This is an optimization exercise on Yosys and OpenROAD, whose aim is small area, a short achievable clock period and few clock cycles, not a production implementation.
In this exercise RTL edits were held to simulation tests only and were not proved equivalent to the original.
Power figures rest on the tool's default switching activity, not on a simulated workload.

## chk_unit
module chk_unit (
    input  wire        clk,
    input  wire        rst,
    input  wire        job_valid,
    output wire        job_ready,
    input  wire [31:0] job_cmd,
    input  wire [23:0] job_len,
    input  wire        in_valid,
    output wire        in_ready,
    input  wire [63:0] in_data,
    output reg         res_valid,
    output reg         res_refused,
    output reg  [2:0]  res_refuse_code,
    output reg  [31:0] res_result,
    output reg  [3:0]  res_code,
    output reg  [15:0] res_acount,
    output reg         res_copy,
    output reg  [47:0] res_tail,
    output reg  [2:0]  res_tail_len,
    input  wire        reg_wr,
    input  wire        reg_rd,
    input  wire [15:0] reg_addr,
    input  wire [31:0] reg_wdata,
    output reg  [31:0] reg_rdata
);
    localparam OP_COMPUTE = 2'd0;
    localparam OP_APPEND  = 2'd1;
    localparam OP_CHECK   = 2'd2;
    localparam CODE_DONE     = 4'd2;
    localparam CODE_MISMATCH = 4'd3;
    localparam CODE_REPEAT   = 4'd4;
    localparam CODE_JUMP     = 4'd5;
    integer n;
    reg [31:0] ctx_state [0:15];
    reg [1:0]  ctx_poly  [0:15];
    reg [15:0] ctx_valid;
    reg [15:0] ach_tx  [0:15];
    reg [7:0]  ach_win [0:15];
    reg [15:0] ach_rx  [0:15];
    reg [15:0] ach_rxv;
    reg [15:0] txd, wnd, rxd;
    reg [31:0] cnt_jobs, cnt_mismatch, cnt_alive_err, cnt_refused;
    function [31:0] sat_inc;
        input [31:0] c;
        sat_inc = (c[30:0] == 31'h7FFF_FFFF) ? {1'b1, c[30:0]} : c + 32'd1;
    endfunction
    reg        rdy;
    assign job_ready = rdy;
    assign in_ready  = rdy;
    wire take = job_valid & rdy;
    reg [1:0]  j_op;        
    reg        j_opbad;     
    reg [1:0]  j_poly;
    reg        j_alive, j_resume, j_save;
    reg [3:0]  j_ctx, j_achan;
    reg [23:0] rin;         
    reg        first_pend;  
    reg        take_d;      
  ...
==> flow/config.mk <==
export PLATFORM = sky130hd
export DESIGN_NAME = chk_unit
export DESIGN_NICKNAME = chk_unit
export VERILOG_FILES = /design/flow/design.v
export SDC_FILE = /design/flow/constraint.sdc
export NUM_CORES = 4
export LEC_CHECK = 0
export CAP_MARGIN = 20
export CORE_MARGIN = 2
export CORE_UTILIZATION = 35
export SLEW_MARGIN = 20
export TNS_END_PERCENT = 5
==> flow/constraint.sdc <==
create_clock -name core_clock -period 20.0 [get_ports {clk}]
set_input_delay 4.0000 -clock core_clock [delete_from_list [all_inputs] [get_ports {clk}]]
set_output_delay 4.0000 -clock core_clock [all_outputs]
set_load 0.01 [all_outputs]
standard.sh (not shown) runs the stock make flow with config.mk's settings and CLKGATE_MAP_FILE= SYNTH_SCRIPT=/design/flow/synth_recipe.tcl, a recipe that flattens the netlist after the stock synthesis.
==> flow/flow/run.sh <==
#!/bin/bash
# The standard synthesis, unchanged, then the standard flow's own layout steps with
# repair_timing asked for more setup slack than the 20 ns clock needs, so
# that the layout is optimised towards a shorter period.  Each step's full
# output goes to a log file of its own in this folder.
set -euo pipefail
MARGIN=$(cat flow/margin.txt)
bash standard.sh synth > synth.log 2>&1
bash standard.sh SETUP_SLACK_MARGIN="$MARGIN" finish > layout.log 2>&1
==> flow/flow/margin.txt <==
14
Testbench counts at the start, summed over its fixed seeds: cycles 55,509.
Then changed:
- CORE_UTILIZATION: 35 -> 45
- CTS_BUF_LIST: unset -> sky130_fd_sc_hd__clkbuf_8
- CTS_CLUSTER_SIZE: unset -> 30
- TNS_END_PERCENT: 5 -> unset
What happened: Power hardly moves. Combinational power increases by 3.6%. Design area rises by 1.2%. Worst hold slack gets better by 0.0091 ns. Setup slack gets better by 0.017 ns. Synthesized cell count does not change. First-iteration DRC count rose by 4.1%. Maximum frequency barely changes. Area after synthesis does not change.
Then changed:
==> flow/flow/margin.txt (replaced) <==
15
- CORE_UTILIZATION: 45 -> 35
- CTS_BUF_LIST: sky130_fd_sc_hd__clkbuf_8 -> unset
- CTS_CLUSTER_SIZE: 30 -> unset
Result: The changed run completed without violations; power came out higher by about a fifth; sequential power rises slightly; first-iteration DRC count went up by roughly a tenth; fmax came out lower slightly; cell area grows by about a fifth; worst setup slack is worse by 0.083 ns; die area rises by a quarter to a third; via count grows by a few percent; wire length is higher by a few percent.

========
## fjord
chk_unit, a different RTL version from the one above (not shown whole).
For scale: ~7,700 cells after synthesis, ~320 I/O pins, roughly 94,000 um^2 of cells after synthesis.
clock: 20.0 ns
lec_check: 0
cap_margin: 20
core_margin: 2
core_utilization: 55
slew_margin: 20
==> flow/flow/margin.txt <==
14
Scripts as last shown in full above: flow/flow/run.sh
Testbench counts of fjord, summed over its fixed seeds: cycles 55,509.
--- input diff fjord..lagoon ---
Settings: CORE_UTILIZATION changed from 55 to 35.
Setup slack in lagoon is smaller than in fjord. Higher number of DRC markers in iteration 0 among lagoon and fjord: fjord. On non-clock buffering overhead in the final layout, lagoon and fjord are basically level. In lagoon the utilization of the core after routing turned out 23 points lower than in fjord. Overall die area (lagoon over fjord): increase, 57%. In the flow results for lagoon and fjord, the share of total power in sequential cells is smaller on lagoon. Cell area | lagoon vs fjord | lagoon larger. Critical path depth ends up higher on fjord. lagoon ends up with lower per-cell routed wire length than fjord does.

========
## old
Another version of the RTL of chk_unit (not shown whole).
Size: ~7800 cells after synthesis, ~1900 flip-flops, about 320 I/O pins, about 95000 um2 of cells after synthesis.
export LEC_CHECK = 0
export CAP_MARGIN = 20
export CORE_MARGIN = 2
export CORE_UTILIZATION = 35
export SLEW_MARGIN = 20
create_clock -name core_clock -period 20.0 [get_ports {clk}]
==> flow/flow/margin.txt <==
14.4
Scripts as last shown in full above: flow/flow/run.sh
Testbench counts of old, summed over its fixed seeds: cycles 55,509.
Edits applied to the flow inputs when going from old to new:
==> flow/flow/margin.txt <==
14
--- outcome ---
In the reports for new and old, the smaller HPWL reported at the end of detailed placement belongs to new. [new] maximum frequency fell 0.36% relative to old. new vs. old: sequential share of power about even, global-route wire length before repair fell 15000 um. Looking at launching instance or port of the critical path, the reg_addr[6] result is from old; the reg_addr[3] one comes from new. The final worst setup slack in new sits 22 ps below the value recorded for old. On new: critical path depth is 1 higher than what old gave.

========
Another version of the RTL of chk_unit (not shown whole).
For scale: ~7600 cells after synthesis.
clock: 20.0 ns
lec_check: 0
cap_margin: 20
core_margin: 2
core_utilization: 55
slew_margin: 20
==> flow/flow/margin.txt <==
14
Scripts as last shown in full above: flow/flow/run.sh
Testbench counts at the start, summed over its fixed seeds: cycles 55,509.
Then changed:
- CORE_UTILIZATION: 55 -> 35
=> Area after synthesis does not change; routed wire length rose by 3.0%; utilization fell by 23 points; cell count rose by 12%; power rose by 0.76%; sequential power stays flat; global-route usage fell by 15 points; design area rose by 1.3%; clock power rose by about 3%; setup slack got worse by 0.013 ns.

========
Setup of P:
chk_unit with an RTL version that a note above also has.
Size: ~7700 cells after synthesis, ~1900 flip-flops, about 92000 µm² of cells after synthesis.
Design chk_unit, start of the top module:
module chk_unit (
    input  wire        clk,
    input  wire        rst,
    input  wire        job_valid,
    output wire        job_ready,
    input  wire [31:0] job_cmd,
    input  wire [23:0] job_len,
    input  wire        in_valid,
    output wire        in_ready,
    input  wire [63:0] in_data,
    output reg         res_valid,
    output reg         res_refused,
    output reg  [2:0]  res_refuse_code,
    output reg  [31:0] res_result,
    output reg  [3:0]  res_code,
    output reg  [15:0] res_acount,
    output reg         res_copy,
    output reg  [47:0] res_tail,
    output reg  [2:0]  res_tail_len,
    input  wire        reg_wr,
    input  wire        reg_rd,
    input  wire [15:0] reg_addr,
    input  wire [31:0] reg_wdata,
    output reg  [31:0] reg_rdata
);
    localparam OP_COMPUTE = 2'd0;
    localparam OP_APPEND  = 2'd1;
    localparam OP_CHECK   = 2'd2;
    localparam CODE_DONE     = 4'd2;
    localparam CODE_MISMATCH = 4'd3;
    localparam CODE_REPEAT   = 4'd4;
    localparam CODE_JUMP     = 4'd5;
    integer n;
    reg [31:0] ctx_state [0:15];
    reg [1:0]  ctx_poly  [0:15];
    reg [15:0] ctx_valid;
    reg [15:0] ach_tx  [0:15];
    reg [7:0]  ach_win [0:15];
    reg [15:0] ach_rx  [0:15];
    reg [15:0] ach_rxv;
    reg [15:0] txd, wnd, rxd;
  ...
export LEC_CHECK = 0
export CAP_MARGIN = 20
export CORE_MARGIN = 2
export CORE_UTILIZATION = 35
export CTS_CLUSTER_DIAMETER = 100
export CTS_CLUSTER_SIZE = 30
export SLEW_MARGIN = 20
create_clock -name core_clock -period 20.0 [get_ports {clk}]
Scripts as last shown in full above: flow/flow/run.sh, flow/flow/margin.txt
P went all the way through the flow, and no timing, DRC or antenna check failed.
Testbench counts of P, summed over its fixed seeds: cycles 55,509.
Setup changes, P to Q
diff --git a/flow/config.mk b/flow/config.mk
--- a/flow/config.mk
+++ b/flow/config.mk
@@ -11,2 +10,0 @@
-export CTS_CLUSTER_DIAMETER = 100
-export CTS_CLUSTER_SIZE = 30
Findings:
Q ended with less first-iteration DRC count than P. Achievable frequency, Q and P: lower on P. P leaves less setup margin than Q. Diff P -> Q | combinational power share | decrease of 4.9 points. Summary of Q over P: minimum period implied by the final worst setup slack fell by 0.13 ns, initial antenna violation count rose 2. Diff P -> Q | total power | up by a little under 10%. Core utilization (Q over P): increase, 1.2 points.
Setup changes, Q to R
==> flow/flow/margin.txt <==
13
==> summary.txt <==
Per the final summary, R finished and its layout is clean on timing, DRC and antenna. Q → R: arrival time reported for the critical path endpoint climbed 0.83 ns; maximum vdd ir drop decreased 0.41%; final standard cell utilization of the core decreased 2.2 points; portion of the layout cell area used by clock cells up 0.19 points; cell area after layout went down by 5.0%. Compared with Q, R shows cell count lower by 234. Proportion of power drawn by the clock network: R > Q. The run with more routed wire is Q, not R. Time the final worst path needs with I/O delays and setup came out higher on R than on Q.

-- separate check: timing with driven ports --
No port has a modelled driver above. Below, the same layouts with a new extraction and two added sets of constraints.
Step 1 (the two cells are an assumption about what drives the block):
set clk [get_ports {clk}]
set_driving_cell -lib_cell sky130_fd_sc_hd__clkbuf_16 $clk
set_driving_cell -lib_cell sky130_fd_sc_hd__buf_2 [delete_from_list [all_inputs] $clk]
Step 2, shift: input delay + t, output delay - t, t = (earliest + latest rising clock arrival at the registers) / 2. This alone moves slack from input paths to output paths.
Three values: ideal, step 1, step 2; two values: the first two.
run	t (ns)	setup WS [ns]	worst setup path at the end
the first run of note 1	0.965	13.716 / 13.708 / 12.747	input to register
the second run of note 1	1.113	13.734 / 13.737 / 12.625	input to register
the third run of note 1	0.971	13.651 / 13.590 / 12.620	input to register
fjord	0.926	13.826 / 13.736 / 12.999	input to register
lagoon	0.941	13.671 / 13.582 / 13.026	input to register
old	0.961	13.950 / 13.857 / 12.897	input to register
new	0.952	13.928 / 13.899 / 12.948	input to register
the first run of note 4	0.956	13.979 / 13.923 / 13.068	input to register
the second run of note 4	0.955	13.966 / 13.920 / 13.058	input to register
P	0.900	13.651 / 13.630 / 12.730	input to register
Q	0.960	13.784 / 13.736 / 12.775	input to register
R	0.956	12.880 / 12.841 / 11.885	input to register
After both steps every run listed still meets setup and hold. The setup slack of the second run of note 1, which loses most, moves by +0.003 ns with the drivers and by -1.109 ns with both steps.
